From an optimization exercise on the open Yosys and OpenROAD flow, aimed at small area, a short achievable clock period and few clock cycles; shortcuts taken in it are not production practice. Function not checked in this run: the RTL went through the layout flow alone. Power is estimated from default activity; no workload was simulated.

File: design/flow/config.mk
export PLATFORM = sky130hd
export DESIGN_NAME = thm_ff
export DESIGN_NICKNAME = thm_ff
export VERILOG_FILES = /design/flow/design.v
export SDC_FILE = /design/flow/constraint.sdc
export NUM_CORES = 4
export LEC_CHECK = 0
export CAP_MARGIN = 20
export CORE_MARGIN = 2
export CORE_UTILIZATION = 40
export PLACE_DENSITY = 0.6
export SLEW_MARGIN = 20
export SYNTH_MEMORY_MAX_BITS = 8192
File: design/flow/constraint.sdc
create_clock -name core_clock -period 12.0 [get_ports {clk}]
set_input_delay 2.4000 -clock core_clock [delete_from_list [all_inputs] [get_ports {clk}]]
set_output_delay 2.4000 -clock core_clock [all_outputs]
set_load 0.01 [all_outputs]
File: design/flow/design.v
module thm_ff (
    input  wire        clk,
    input  wire        rst,
    input  wire        cmd_valid,
    output wire        cmd_ready,
    input  wire [1:0]  cmd_op,
    input  wire [4:0]  cmd_idx,
    input  wire [15:0] cmd_data,
    input  wire [11:0] cmd_half,
    input  wire [7:0]  cmd_w0,
    input  wire [7:0]  cmd_w1,
    input  wire [7:0]  cmd_w2,
    input  wire [7:0]  cmd_w3,
    input  wire [15:0] cmd_gain,
    input  wire [15:0] cmd_dclk,
    input  wire [15:0] cmd_heat,
    input  wire [15:0] cmd_stamp,
    input  wire [1:0]  cmd_dist,
    input  wire        cmd_last,
    output reg         res_valid,
    output reg  [15:0] res_q,
    output reg  [15:0] res_ff
);
    localparam OP_FTAB = 2'd0;
    localparam OP_CFG  = 2'd1;
    localparam OP_CELL = 2'd2;
    localparam S_IDLE   = 3'd0;
    localparam S_DIV    = 3'd1;
    localparam S_HEAT   = 3'd2;
    localparam S_ACC    = 3'd3;
    localparam S_QFIN   = 3'd4;
    localparam S_BASE   = 3'd5;
    localparam S_FF     = 3'd6;
    integer k;
    reg [2:0]  state;
    reg [15:0] ftab [0:31];
    reg [11:0] half;
    reg [7:0]  w [0:3];
    reg [15:0] gain;
    reg [15:0] c_heat;
    reg [1:0]  c_dist;
    reg        c_last;
    reg [15:0] c_age;
    reg [4:0]  div_cnt;
    reg [22:0] div_dvd;
    reg [11:0] div_rem;
    reg [22:0] div_q;
    wire [12:0] div_trial = {div_rem, div_dvd[22]};
    wire        div_ge    = div_trial >= {1'b0, half};
    wire [12:0] div_diff  = div_trial - {1'b0, half};
    reg  [16:0] t_val;
    wire [7:0]  t_idx = div_q[7:0];
    always @(*) begin
            case (t_idx)
            8'd0: t_val = 17'd65536;
            8'd1: t_val = 17'd65359;
            8'd2: t_val = 17'd65182;
            8'd3: t_val = 17'd65006;
            8'd4: t_val = 17'd64830;
            8'd5: t_val = 17'd64655;
            8'd6: t_val = 17'd64480;
            8'd7: t_val = 17'd64306;
            8'd8: t_val = 17'd64132;
            8'd9: t_val = 17'd63958;
            8'd10: t_val = 17'd63785;
            8'd11: t_val = 17'd63613;
            8'd12: t_val = 17'd63441;
            8'd13: t_val = 17'd63269;
            8'd14: t_val = 17'd63098;
            8'd15: t_val = 17'd62928;
            8'd16: t_val = 17'd62757;
            8'd17: t_val = 17'd62588;
            8'd18: t_val = 17'd62419;
            8'd19: t_val = 17'd62250;
            8'd20: t_val = 17'd62081;
            8'd21: t_val = 17'd61914;
            8'd22: t_val = 17'd61746;
            8'd23: t_val = 17'd61579;
            8'd24: t_val = 17'd61413;
            8'd25: t_val = 17'd61247;
            8'd26: t_val = 17'd61081;
            8'd27: t_val = 17'd60916;
            8'd28: t_val = 17'd60751;
            8'd29: t_val = 17'd60587;
            8'd30: t_val = 17'd60423;
            8'd31: t_val = 17'd60260;
            8'd32: t_val = 17'd60097;
            8'd33: t_val = 17'd59934;
            8'd34: t_val = 17'd59772;
            8'd35: t_val = 17'd59611;
            8'd36: t_val = 17'd59449;
            8'd37: t_val = 17'd59289;
            8'd38: t_val = 17'd59128;
            8'd39: t_val = 17'd58968;
            8'd40: t_val = 17'd58809;
            8'd41: t_val = 17'd58650;
            8'd42: t_val = 17'd58491;
            8'd43: t_val = 17'd58333;
            8'd44: t_val = 17'd58176;
            8'd45: t_val = 17'd58018;
            8'd46: t_val = 17'd57861;
            8'd47: t_val = 17'd57705;
            8'd48: t_val = 17'd57549;
            8'd49: t_val = 17'd57393;
            8'd50: t_val = 17'd57238;
            8'd51: t_val = 17'd57083;
            8'd52: t_val = 17'd56929;
            8'd53: t_val = 17'd56775;
            8'd54: t_val = 17'd56622;
            8'd55: t_val = 17'd56468;
            8'd56: t_val = 17'd56316;
            8'd57: t_val = 17'd56163;
            8'd58: t_val = 17'd56012;
            8'd59: t_val = 17'd55860;
            8'd60: t_val = 17'd55709;
            8'd61: t_val = 17'd55558;
            8'd62: t_val = 17'd55408;
            8'd63: t_val = 17'd55258;
            8'd64: t_val = 17'd55109;
            8'd65: t_val = 17'd54960;
            8'd66: t_val = 17'd54811;
            8'd67: t_val = 17'd54663;
            8'd68: t_val = 17'd54515;
            8'd69: t_val = 17'd54368;
            8'd70: t_val = 17'd54221;
            8'd71: t_val = 17'd54074;
            8'd72: t_val = 17'd53928;
            8'd73: t_val = 17'd53782;
            8'd74: t_val = 17'd53637;
            8'd75: t_val = 17'd53492;
            8'd76: t_val = 17'd53347;
            8'd77: t_val = 17'd53203;
            8'd78: t_val = 17'd53059;
            8'd79: t_val = 17'd52916;
            8'd80: t_val = 17'd52773;
            8'd81: t_val = 17'd52630;
            8'd82: t_val = 17'd52488;
            8'd83: t_val = 17'd52346;
            8'd84: t_val = 17'd52204;
            8'd85: t_val = 17'd52063;
            8'd86: t_val = 17'd51922;
            8'd87: t_val = 17'd51782;
            8'd88: t_val = 17'd51642;
            8'd89: t_val = 17'd51502;
            8'd90: t_val = 17'd51363;
            8'd91: t_val = 17'd51224;
            8'd92: t_val = 17'd51085;
            8'd93: t_val = 17'd50947;
            8'd94: t_val = 17'd50810;
            8'd95: t_val = 17'd50672;
            8'd96: t_val = 17'd50535;
            8'd97: t_val = 17'd50399;
            8'd98: t_val = 17'd50262;
            8'd99: t_val = 17'd50126;
            8'd100: t_val = 17'd49991;
            8'd101: t_val = 17'd49856;
            8'd102: t_val = 17'd49721;
            8'd103: t_val = 17'd49586;
            8'd104: t_val = 17'd49452;
            8'd105: t_val = 17'd49319;
            8'd106: t_val = 17'd49185;
            8'd107: t_val = 17'd49052;
            8'd108: t_val = 17'd48920;
            8'd109: t_val = 17'd48787;
            8'd110: t_val = 17'd48655;
            8'd111: t_val = 17'd48524;
            8'd112: t_val = 17'd48393;
            8'd113: t_val = 17'd48262;
            8'd114: t_val = 17'd48131;
            8'd115: t_val = 17'd48001;
            8'd116: t_val = 17'd47871;
            8'd117: t_val = 17'd47742;
            8'd118: t_val = 17'd47613;
            8'd119: t_val = 17'd47484;
            8'd120: t_val = 17'd47356;
            8'd121: t_val = 17'd47228;
            8'd122: t_val = 17'd47100;
            8'd123: t_val = 17'd46973;
            8'd124: t_val = 17'd46846;
            8'd125: t_val = 17'd46719;
            8'd126: t_val = 17'd46593;
            8'd127: t_val = 17'd46467;
            8'd128: t_val = 17'd46341;
            8'd129: t_val = 17'd46216;
            8'd130: t_val = 17'd46091;
            8'd131: t_val = 17'd45966;
            8'd132: t_val = 17'd45842;
            8'd133: t_val = 17'd45718;
            8'd134: t_val = 17'd45594;
            8'd135: t_val = 17'd45471;
            8'd136: t_val = 17'd45348;
            8'd137: t_val = 17'd45225;
            8'd138: t_val = 17'd45103;
            8'd139: t_val = 17'd44981;
            8'd140: t_val = 17'd44859;
            8'd141: t_val = 17'd44738;
            8'd142: t_val = 17'd44617;
            8'd143: t_val = 17'd44497;
            8'd144: t_val = 17'd44376;
            8'd145: t_val = 17'd44256;
            8'd146: t_val = 17'd44137;
            8'd147: t_val = 17'd44017;
            8'd148: t_val = 17'd43898;
            8'd149: t_val = 17'd43780;
            8'd150: t_val = 17'd43661;
            8'd151: t_val = 17'd43543;
            8'd152: t_val = 17'd43425;
            8'd153: t_val = 17'd43308;
            8'd154: t_val = 17'd43191;
            8'd155: t_val = 17'd43074;
            8'd156: t_val = 17'd42958;
            8'd157: t_val = 17'd42841;
            8'd158: t_val = 17'd42726;
            8'd159: t_val = 17'd42610;
            8'd160: t_val = 17'd42495;
            8'd161: t_val = 17'd42380;
            8'd162: t_val = 17'd42265;
            8'd163: t_val = 17'd42151;
            8'd164: t_val = 17'd42037;
            8'd165: t_val = 17'd41923;
            8'd166: t_val = 17'd41810;
            8'd167: t_val = 17'd41697;
            8'd168: t_val = 17'd41584;
            8'd169: t_val = 17'd41472;
            8'd170: t_val = 17'd41360;
            8'd171: t_val = 17'd41248;
            8'd172: t_val = 17'd41136;
            8'd173: t_val = 17'd41025;
            8'd174: t_val = 17'd40914;
            8'd175: t_val = 17'd40804;
            8'd176: t_val = 17'd40693;
            8'd177: t_val = 17'd40583;
            8'd178: t_val = 17'd40473;
            8'd179: t_val = 17'd40364;
            8'd180: t_val = 17'd40255;
            8'd181: t_val = 17'd40146;
            8'd182: t_val = 17'd40037;
            8'd183: t_val = 17'd39929;
            8'd184: t_val = 17'd39821;
            8'd185: t_val = 17'd39714;
            8'd186: t_val = 17'd39606;
            8'd187: t_val = 17'd39499;
            8'd188: t_val = 17'd39392;
            8'd189: t_val = 17'd39286;
            8'd190: t_val = 17'd39180;
            8'd191: t_val = 17'd39074;
            8'd192: t_val = 17'd38968;
            8'd193: t_val = 17'd38863;
            8'd194: t_val = 17'd38757;
            8'd195: t_val = 17'd38653;
            8'd196: t_val = 17'd38548;
            8'd197: t_val = 17'd38444;
            8'd198: t_val = 17'd38340;
            8'd199: t_val = 17'd38236;
            8'd200: t_val = 17'd38133;
            8'd201: t_val = 17'd38030;
            8'd202: t_val = 17'd37927;
            8'd203: t_val = 17'd37824;
            8'd204: t_val = 17'd37722;
            8'd205: t_val = 17'd37620;
            8'd206: t_val = 17'd37518;
            8'd207: t_val = 17'd37417;
            8'd208: t_val = 17'd37316;
            8'd209: t_val = 17'd37215;
            8'd210: t_val = 17'd37114;
            8'd211: t_val = 17'd37014;
            8'd212: t_val = 17'd36914;
            8'd213: t_val = 17'd36814;
            8'd214: t_val = 17'd36715;
            8'd215: t_val = 17'd36615;
            8'd216: t_val = 17'd36516;
            8'd217: t_val = 17'd36417;
            8'd218: t_val = 17'd36319;
            8'd219: t_val = 17'd36221;
            8'd220: t_val = 17'd36123;
            8'd221: t_val = 17'd36025;
            8'd222: t_val = 17'd35928;
            8'd223: t_val = 17'd35831;
            8'd224: t_val = 17'd35734;
            8'd225: t_val = 17'd35637;
            8'd226: t_val = 17'd35541;
            8'd227: t_val = 17'd35445;
            8'd228: t_val = 17'd35349;
            8'd229: t_val = 17'd35253;
            8'd230: t_val = 17'd35158;
            8'd231: t_val = 17'd35063;
            8'd232: t_val = 17'd34968;
            8'd233: t_val = 17'd34874;
            8'd234: t_val = 17'd34779;
            8'd235: t_val = 17'd34685;
            8'd236: t_val = 17'd34591;
            8'd237: t_val = 17'd34498;
            8'd238: t_val = 17'd34405;
            8'd239: t_val = 17'd34312;
            8'd240: t_val = 17'd34219;
            8'd241: t_val = 17'd34126;
            8'd242: t_val = 17'd34034;
            8'd243: t_val = 17'd33942;
            8'd244: t_val = 17'd33850;
            8'd245: t_val = 17'd33759;
            8'd246: t_val = 17'd33667;
            8'd247: t_val = 17'd33576;
            8'd248: t_val = 17'd33486;
            8'd249: t_val = 17'd33395;
            8'd250: t_val = 17'd33305;
            8'd251: t_val = 17'd33215;
            8'd252: t_val = 17'd33125;
            8'd253: t_val = 17'd33035;
            8'd254: t_val = 17'd32946;
            8'd255: t_val = 17'd32857;
            default: t_val = 17'd0;
            endcase
    end
    reg [15:0] h;
    wire [32:0] heat_p  = c_heat * t_val;
    wire [14:0] x_hi    = div_q[22:8];
    wire [32:0] heat_s  = heat_p >> (5'd16 + x_hi[3:0]);
    reg [29:0] q_acc;
    reg [15:0] q;
    wire [21:0] q_sh    = q_acc[29:8];
    wire [4:0]  fi      = q[15:11];
    wire [15:0] f_lo    = ftab[fi];
    wire [15:0] f_hi    = ftab[fi + 5'd1];
    wire signed [16:0] f_diff = $signed({1'b0, f_hi}) - $signed({1'b0, f_lo});
    wire signed [28:0] f_prod = f_diff * $signed({1'b0, q[10:0]});
    wire signed [28:0] base_i = $signed({13'd0, f_lo}) + (f_prod >>> 11);
    reg  signed [17:0] base;
    wire signed [17:0] dev    = base - 18'sd32768;
    wire signed [34:0] g_prod = $signed({1'b0, gain}) * dev;
    wire signed [34:0] ff_raw = 35'sd32768 + (g_prod >>> 12);
    wire [15:0] cell_age = cmd_dclk - cmd_stamp;            
    assign cmd_ready = (state == S_IDLE) && !rst;
    always @(posedge clk) begin
        if (rst) begin
            state     <= S_IDLE;
            for (k = 0; k < 32; k = k + 1) ftab[k] <= 16'd0;
            half      <= 12'd1;
            for (k = 0; k < 4; k = k + 1) w[k] <= 8'd0;
            gain      <= 16'd0;
            c_heat    <= 16'd0;
            c_dist    <= 2'd0;
            c_last    <= 1'b0;
            c_age     <= 16'd0;
            div_cnt   <= 5'd0;
            div_dvd   <= 23'd0;
            div_rem   <= 12'd0;
            div_q     <= 23'd0;
            h         <= 16'd0;
            q_acc     <= 30'd0;
            q         <= 16'd0;
            base      <= 18'sd0;
            res_valid <= 1'b0;
            res_q     <= 16'd0;
            res_ff    <= 16'd0;
        end else begin
            res_valid <= 1'b0;
            case (state)
            S_IDLE: begin
                if (cmd_valid) begin
                    case (cmd_op)
                    OP_FTAB: ftab[cmd_idx] <= cmd_data;
                    OP_CFG: begin
                        if (cmd_half != 12'd0 && cmd_half <= 12'd2048)
                            half <= cmd_half;
                        w[0] <= cmd_w0;
                        w[1] <= cmd_w1;
                        w[2] <= cmd_w2;
                        w[3] <= cmd_w3;
                        gain <= cmd_gain;
                    end
                    OP_CELL: begin
                        c_heat  <= cmd_heat;
                        c_dist  <= cmd_dist;
                        c_last  <= cmd_last;
                        c_age   <= cell_age;
                        div_cnt <= 5'd0;
                        div_dvd <= {cell_age[14:0], 8'd0};
                        div_rem <= 12'd0;
                        div_q   <= 23'd0;
                        state   <= S_DIV;
                    end
                    default: ;
                    endcase
                end
            end
            S_DIV: begin
                div_rem <= div_ge ? div_diff[11:0] : div_trial[11:0];
                div_q   <= {div_q[21:0], div_ge};
                div_dvd <= {div_dvd[21:0], 1'b0};
                div_cnt <= div_cnt + 5'd1;
                if (div_cnt == 5'd22)
                    state <= S_HEAT;
            end
            S_HEAT: begin
                if (c_age[15] || x_hi >= 15'd16)
                    h <= 16'd0;
                else
                    h <= heat_s[15:0];
                state <= S_ACC;
            end
            S_ACC: begin
                q_acc <= q_acc + w[c_dist] * h;
                state <= c_last ? S_QFIN : S_IDLE;
            end
            S_QFIN: begin
                q     <= (q_sh > 22'd65535) ? 16'hFFFF : q_sh[15:0];
                q_acc <= 30'd0;
                state <= S_BASE;
            end
            S_BASE: begin
                if (fi == 5'd31)
                    base <= $signed({2'b00, f_lo});
                else
                    base <= base_i[17:0];
                state <= S_FF;
            end
            S_FF: begin
                res_valid <= 1'b1;
                res_q     <= q;
                res_ff    <= (ff_raw < 0) ? 16'd0 :
                             (ff_raw > 35'sd65535) ? 16'hFFFF : ff_raw[15:0];
                state     <= S_IDLE;
            end
            default: state <= S_IDLE;
            endcase
        end
    end
endmodule
File: design/flow/run.sh
#!/bin/bash
# synth_recipe.tcl (not shown) runs the flow's synth.tcl, then flattens the netlist and writes it again
# the make line also repeats each setting of config.mk as NAME=value (left out here)
make -C /OpenROAD-flow-scripts/flow DESIGN_CONFIG=/design/flow/config.mk WORK_HOME=/design/flow/orfs CLKGATE_MAP_FILE= SYNTH_SCRIPT=/design/flow/synth_recipe.tcl finish
==> run summary <==
## what timing repair did
action	4_1_cts	5_1_grt
gates resized for setup	0	14
buffers inserted	0	11
setup endpoints to repair	0	6
## power groups by stage
stage	clock [W]	sequential, W	combinational (W)
5_1_grt	0.00316	0.00307	0.00135
6_report	0.00300	0.00306	0.00123
3_5_place_dp	0	0.00312	0.00122
3_3_place_gp	0	0.00311	0.00120
2_1_floorplan	0	0.00305	0.000846
4_1_cts	0.00306	0.00306	0.00122
## placed cells by master (no fill, tap or decap), types with 51 or more instances in the layout
master           count
a21oi_1            296
xnor2_1             73
edfxtp_1           512
a211oi_1            61
nor3_1             108
clkbuf_16           96
nor2b_1             60
fa_1               777
dfxtp_1            268
clkdlybuf4s50_1    165
o21ai_0            230
nand2_1            949
inv_1             1006
buf_4              159
nand3_1             98
and2_1             834
a22oi_1             61
ha_1               380
a31oi_1             51
mux4_2             328
nor2_1             307
## path summary, 6_finish.rpt
check                 from  cells past startpoint  slack, ps        to
setup / recovery  register                     43        700  base[16]
hold / removal     w[2][0]                      2        450   w[2][0]
setup reg to reg  register                     43        700  base[16]
hold reg to reg    w[2][0]                      2        450   w[2][0]
## worst min-delay path, cell delays in order (launching register included)
cell and delay (ps):
dfxtp_1 310, nand2_1 50, a21oi_1 50
## state kept, by name (all words and copies together), names as in the netlist, 17 cells and up, named ones only
name   cells
base      18
ftab     512
t_val     17
w         32
q_acc     30
div_q     23
## synthesized netlist by cell type (46+ instances only)
| cell type | number | area, um2 |
|---|---|---|
| xnor2_1 | 74 | 648 |
| a22oi_1 | 61 | 458 |
| a21o_1 | 46 | 345 |
| nor2_1 | 333 | 1250 |
| a21oi_1 | 296 | 1480 |
| dfxtp_1 | 273 | 5470 |
| clkbuf_1 | 449 | 1690 |
| ha_1 | 381 | 4770 |
| inv_1 | 1007 | 3780 |
| nor3_1 | 119 | 596 |
| nand2_1 | 950 | 3570 |
| mux4_2 | 328 | 7390 |
| and2_1 | 833 | 5210 |
| buf_1 | 64 | 240 |
| o21ai_0 | 256 | 1280 |
| nand3_1 | 99 | 495 |
| a31oi_1 | 51 | 319 |
| edfxtp_1 | 512 | 15400 |
| fa_1 | 777 | 15600 |
| o211ai_1 | 49 | 368 |
| a211oi_1 | 61 | 458 |
| nor2b_1 | 60 | 375 |
## layout make-up
cell class | count | area share
Clock inverter | 55 | 0.00819
Multi-Input combinational cell | 5331 | 0.591
Inverter | 1010 | 0.0452
Sequential cell | 785 | 0.249
Tap cell | 2495 | 0.0372
Clock buffer | 116 | 0.0303
Antenna cell | 5 | 0.000149
Timing Repair Buffer | 349 | 0.0389
## routing by layer
layer,vias up,track usage,share of wire
met4,4,0.0999,0.043
met2,2614,0.403,0.47
li1,25524,-,-
met5,-,0,0.00011
met3,534,0.0451,0.084
met1,29399,0.337,0.41
## through the flow
step	hold slack [ps]	util	setup slack, ps	total power (W)
global placement	440	0.427	651	0.00432
finish	453	0.446	697	0.00729
floorplan	432	-	787	0.00389
CTS	455	0.444	338	0.00734
global route	470	0.446	29.8	0.00758
detailed placement	447	0.427	397	0.00434
## kinds of logic after synthesis
| logic type | synth area share |
|---|---|
| adders and majority gates | 0.268 |
| buffers and inverters | 0.0756 |
| xor gates and xnor gates | 0.0135 |
| and+or+nand+nor | 0.167 |
| DFF | 0.275 |
| AOI/OAI and AO/OA | 0.0937 |
| muxes | 0.107 |
==> flow_summary.json <==
{
  "status": "timing/DRC/antenna clean",
  "cts-root-buf": "clkbuf_16",
  "synth-async-reset-ratio": 0,
  "grt_pass1_vias": 59676,
  "ys_warn_count": 2,
  "place.gp.congestion": 0.975,
  "fin_tns_setup_ps": 0,
  "synth_edf_count": 512,
  "ys_ff_latch": 785,
  "period_needed_ps": 11300,
  "required_ps": 12640,
  "placed_cell_area_um2": 80300,
  "grt_pass1_wl_mm": 370,
  "area.sequential_um2": 20900,
  "overflow": 0,
  "syn-mean-instance-area_um2": 9.92,
  "cp-end-kind": "register",
  "rsz0062_at_grt": "false",
  "multi_input_area_um2": 49600,
  "ant_nets": 0,
  "tightestPinTransition_ps": 1240,
  "cts_hold_buffers": 0,
  "final_max_slew_viol_count": 0,
  "cts_inserted_buffers": 93,
  "nets": 8865,
  "p_per_area_nw_per_um2": 87.0,
  "die_w_um": 439,
  "crit_slowest_cell": "o211ai_1",
  "combPwrFrac": 0.168,
  "stdcell_area_um2": 83800,
  "start_util": 0.403,
  "critPathTopFamily": "compound AO/OA/AOI/OAI gates",
  "cp_data_arrival_time_ps": 11950,
  "filler_cell_count": 17746,
  "cts.clk_slew.worst_paths_ps": 60,
  "dpl.cell_count": 9955,
  "syn-num-nets": 8936,
  "num_vias": 58075,
  "crit_buf_inv": 6,
  "cts_max_path_buffers": 3,
  "fmaxAchievable_mhz": 88.5,
  "drive_above_1_share": 0.106,
  "wire_per_inst_um": 24.0,
  "h-tree-depth": 3,
  "syn2layout_area_growth_pct": 10.6,
  "finalSetupViolCount": 0,
  "grt.total_usage": 0.251,
  "p_leak_nw": 34.2,
  "clock_skew_ps": 47.0,
  "power.share.clock": 0.412,
  "dp_hpwl_mm": 173,
  "dr.pass1.iters": 6,
  "drtIter0Drc": 6040,
  "switching_power_w": 0.00214,
  "synth_seq_area_share": 0.275,
  "p_int_w": 0.00515,
  "max-vdd-ir-drop_v": 0.000104,
  "max_slew_margin": 0.173,
  "die_h_um": 439,
  "grt_max_degree": 70,
  "worstHoldPathType": "reg -> reg",
  "critPathKind": "reg -> reg",
  "cts_tree": "done",
  "num_rows": 159,
  "layoutNonFillerInstCount": 10146,
  "synth_area_um2": 75800,
  "slowest_delay_ps": 560,
  "critical_path_peak_fanout": 34,
  "synthCells": 7641,
  "drt_wl_total_mm": 244,
  "synth_ff_type": "edfxtp_1",
  "cts_sinks": 785,
  "port_buffers": 170,
  "io-pin-count": 171,
  "core_area_um2": 188000,
  "fin_crit_sh": 0.942,
  "switching_share": 0.293,
  "grt_antenna_before_repair": 5,
  "yosysUniqueCellTypes": 87,
  "drcViolationCount": 0,
  "cp-start-kind": "register",
  "drv_cap": 0,
  "insertion_delay_ps": 750,
  "vias_per_cell": 5.72,
  "sequentialPowerShare": 0.420,
  "timing.final.hold_violations": 0,
  "die_area_um2": 193000
}

-- afterwards: timing with drivers on the ports --
Ports are ideal in the flow. The routed layout listed here was re-timed in OpenROAD. Step 1 assumes that a clkbuf_16 drives the clock port and a buf_2 every other input. Step 2 moves the port delays by t, midway between the first and last clock arrival at a register: inputs arrive t later, outputs are due t later. That takes back most of the time a late clock gives input paths. a / b / c = no drivers / after step 1 / after step 2; a / b = the first two.
t (ns): 0.817
setup slack, ns: 0.697 / 0.697 / 0.697
worst hold slack (ns): 0.453 / 0.453 / 0.453
worst slew at a driven data input, ns: 0.24
pins driven straight from the clock port: 1
After both steps this run still meets setup and hold. For this run, drivers alone change the setup slack by 0.000 ns; drivers and shift together by 0.000 ns.
